Source: an optimization exercise on an open RTL-to-GDS flow (aim: small area, a short achievable clock period and few clock cycles per item). Production flows keep margins and buffers that such runs may drop.
Function was checked by simulation only, so behaviour that the tests miss may differ from the original.

==> flow/design.v (excerpt) <==
module rail_loop (
    input  wire        clk,
    input  wire        rst,           
    input  wire        cfg_we,
    input  wire [5:0]  cfg_addr,
    input  wire [31:0] cfg_wdata,
    input  wire        start,
    input  wire [31:0] i_k,           
    input  wire [31:0] i_sum,         
    output wire        ready,
    output reg         done,
    output wire [31:0] c_out,         
    output reg  [15:0] insertion,     
    output wire [3:0]  flags          
);
clock: 17.0 ns
lec_check: 0
cap_margin: 20
core_margin: 2
core_utilization: 40
cts_cluster_diameter: 100
cts_cluster_size: 20
slew_margin: 20
standard.sh (not shown) runs the stock make flow with config.mk's settings and CLKGATE_MAP_FILE= SYNTH_SCRIPT=/design/flow/synth_recipe.tcl, a recipe that flattens the netlist after the stock synthesis.
==> flow/flow/run.sh <==
#!/bin/bash
# Standard layout, with timing repair aimed at a tighter setup margin than
# the default so that the achieved period shrinks (the SDC is unchanged).
set -euo pipefail
export SETUP_SLACK_MARGIN=8
bash standard.sh finish > flow_make.log 2>&1
Testbench counts at the start, summed over its fixed seeds: cycles 43,645, ticks 2,880.
Rerun with:
--- a/flow/design.v
+++ b/flow/design.v
@@ -1464,17 +1464,17 @@
     input  wire [5:0]  cfg_addr,
     input  wire [31:0] cfg_wdata,
     input  wire        start,
     input  wire [31:0] i_k,           
     input  wire [31:0] i_sum,         
     output wire        ready,
     output reg         done,
-    output wire [31:0] c_out,         
+    output reg  [31:0] c_out,         
     output reg  [15:0] insertion,     
-    output wire [3:0]  flags          
+    output reg  [3:0]  flags          
 );
     localparam [31:0] SAT     = 32'h49742400;    
     localparam [31:0] DELTA   = 32'h3D4CCCCD;    
     localparam [31:0] L_RESET = 32'h42700000;    
     localparam [5:0] A_SECTIONS = 6'd40;
     localparam [5:0] A_LIMIT    = 6'd41;
     localparam [5:0] A_SLEW     = 6'd42;
@@ -1512,25 +1512,24 @@
     reg  [31:0] sa;                   
     reg  [31:0] sb;                   
     reg  [31:0] a2a, a2b;             
     reg         a2s;                  
     reg  [31:0] r1;                   
     reg  [31:0] r2, r2d;              
     reg  [31:0] r3;                   
-    reg  [23:0] p_pm;                 
-    reg         p_inc, p_h;           
+    reg         p_s, p_z;             
+    reg  [24:0] p_m2;                 
+    reg  [10:0] p_e;                  
     reg  [31:0] lo, hi;
     reg         x_nz, x_pos;
     reg  [31:0] c;
     reg         disc;
     reg  [3:0]  fl;
     integer j;
     assign ready = (state == S_IDLE);
-    assign c_out = c;
-    assign flags = fl;
     wire [31:0] wdata_daz = (cfg_wdata[30:23] == 8'd0) ? {cfg_wdata[31], 31'd0} : cfg_wdata;
     wire [3:0]  wsec      = cfg_wdata[3] ? 4'd8 : cfg_wdata[3:0];
     wire [31:0] ik_daz    = (i_k[30:23] == 8'd0)       ? {i_k[31], 31'd0}       : i_k;
     wire [31:0] is_daz    = (i_sum[30:23] == 8'd0)     ? {i_sum[31], 31'd0}     : i_sum;
     wire [31:0] kb0 [0:7];
     wire [31:0] kb1 [0:7];
     wire [31:0] kb2 [0:7];
@@ -1615,29 +1614,29 @@
     wire [23:0] cm   = {1'b1, c[22:0]};
     wire [32:0] cp   = cm * 9'd500;
     wire        cp_h = cp[32];
     wire [23:0] pm   = cp_h ? cp[32:9] : cp[31:8];
     wire        pg   = cp_h ? cp[8] : cp[7];
     wire        pst  = cp_h ? (|cp[7:0]) : (|cp[6:0]);
     wire        pinc = pg & (pst | pm[0]);
-    wire [24:0] pmr  = {1'b0, p_pm} + {24'd0, p_inc};
+    wire [24:0] pmr  = {1'b0, pm} + {24'd0, pinc};
     wire [22:0] pf   = pmr[24] ? pmr[23:1] : pmr[22:0];
-    wire signed [10:0] pes = $signed({3'b000, c[30:23]}) + (p_h ? 11'sd9 : 11'sd8)
-                             + $signed({10'd0, pmr[24]}) - 11'sd127;
-    wire [24:0] p_m2 = {1'b1, pf, 1'b0};
+    wire signed [10:0] pe = $signed({3'b000, c[30:23]}) + (cp_h ? 11'sd9 : 11'sd8)
+                            + $signed({10'd0, pmr[24]}) - 11'sd127;
+    wire signed [10:0] pes = $signed(p_e);
     reg  [31:0] pint;
     reg  [15:0] ins_v;
     always @* begin
-        if (c[30:23] == 8'd0 || pes < -11'sd1)
+        if (p_z || pes < -11'sd1)
             pint = 32'd0;
         else if (pes > 11'sd15)
             pint = 32'h0001_0000;
         else
             pint = (({7'd0, p_m2} >> (6'd23 - pes[5:0])) + 32'd1) >> 1;
-        if (c[31])
+        if (p_s)
             ins_v = (pint > 32'd32768) ? 16'h8000 : (16'd0 - pint[15:0]);
         else
             ins_v = (pint > 32'd32767) ? 16'h7FFF : pint[15:0];
     end
     reg [31:0] ca1_n, ca2_n, ca3_n, sa_n;
     always @* begin
         ca1_n = ph ? kb0[i3p] : kb1[i3];
@@ -1717,32 +1716,34 @@
             disc <= disc_v;
         end
         if (in_e && idx == 4'd0) begin
             x_nz  <= (y[30:0] != 31'd0);
             x_pos <= !y[31] && (y[30:0] != 31'd0);
         end
         if (ins1) begin
-            p_pm  <= pm;
-            p_inc <= pinc;
-            p_h   <= cp_h;
+            p_s  <= c[31];
+            p_z  <= (c[30:23] == 8'd0);
+            p_e  <= pe;
+            p_m2 <= {1'b1, pf, 1'b0};
         end
         if (last) begin
+            c_out     <= c;
             insertion <= ins_v;
         end else if (state == S_IDLE) begin
+            c_out     <= 32'd0;
             insertion <= 16'd0;
-            if (!cfg_we && start && !enable)
-                c <= 32'd0;
         end
         if (rst) begin
             state     <= S_IDLE;
             ph        <= 1'b0;
             idx       <= 4'd0;
             done      <= 1'b0;
             commit    <= 1'b0;
             cpend     <= 8'd0;
+            flags     <= 4'd0;
             fl        <= 4'd0;
             sections  <= 4'd0;
             out_limit <= L_RESET;
             out_slew  <= 32'd0;
             share     <= 32'd0;
             enable    <= 1'b0;
             c_prev    <= 32'd0;
@@ -1795,14 +1796,15 @@
                             end
                             default: ;
                         endcase
                     end else if (start) begin
                         if (enable) begin
                             state <= S_P1;
                         end else begin
+                            flags     <= 4'd0;
                             done      <= 1'b1;
                         end
                     end
                 end
                 S_P1: state <= S_P2;
                 S_P2: begin
                     state <= S_LOOP;
@@ -1811,14 +1813,16 @@
                 end
                 default: begin
                     if (post) begin
                         fl[2] <= lim_hi | lim_lo;
                         fl[3] <= slew_lo | slew_hi;
                     end
                     if (last) begin
+                        flags  <= {fl[3:2], fl[1] | (a1_nf & v_a1) | (a2_nf & v_a2),
+                                   fl[0] | (a1_over & l_a1) | (a2_over & l_a2)};
                         done   <= 1'b1;
                         commit <= !disc;
                         c_prev <= c;
                         state  <= S_IDLE;
                     end else if (ph) begin
                         ph  <= 1'b0;
                         idx <= idx + 4'd1;
The changed run finished clean.
Synthesized area is higher slightly.
Clock-buffer cell count is lower by 30.
Design area is higher by a few percent.
Utilization is higher by 0.56 points.
First-iteration DRC count hardly moves.
Setup slack loses 0.10 ns.
Via count is higher by a few percent.
Routed wire length is higher by a few percent.
Sequential share of layout area is lower by 0.31 points.
Testbench counts after the change, summed over its fixed seeds: cycles 43,645, ticks 2,880.

[port drivers added, routing unchanged]
How much do the figures lean on ideal ports? The routed layouts below were timed once more, with nothing changed but the port constraints.
Step 1 (the two cells are an assumption about what drives the block):
set clk [get_ports {clk}]
set_driving_cell -lib_cell sky130_fd_sc_hd__clkbuf_16 $clk
set_driving_cell -lib_cell sky130_fd_sc_hd__buf_2 [delete_from_list [all_inputs] $clk]
Step 2 also shifts input and output timing later by t, the mid clock arrival at the registers, as if the neighbouring blocks saw the same clock.
Slacks: ideal ports / drivers / drivers and shift; pairs: ideal ports / drivers.
| run | t, ns | slack for setup (ns) | hold WS [ns] | worst slew at a driven data input, ns |
|---|---|---|---|---|
| the first run | 1.094 | 8.074 / 8.074 / 7.290 | 0.296 / 0.296 / 0.296 | 0.25 |
| the second run | 1.066 | 7.972 / 7.972 / 7.336 | 0.325 / 0.325 / 0.325 | 0.24 |
After both steps setup and hold are still met in every run listed. The setup slack of the first run, which loses most, moves by 0.000 ns with the drivers and by -0.784 ns with both steps.
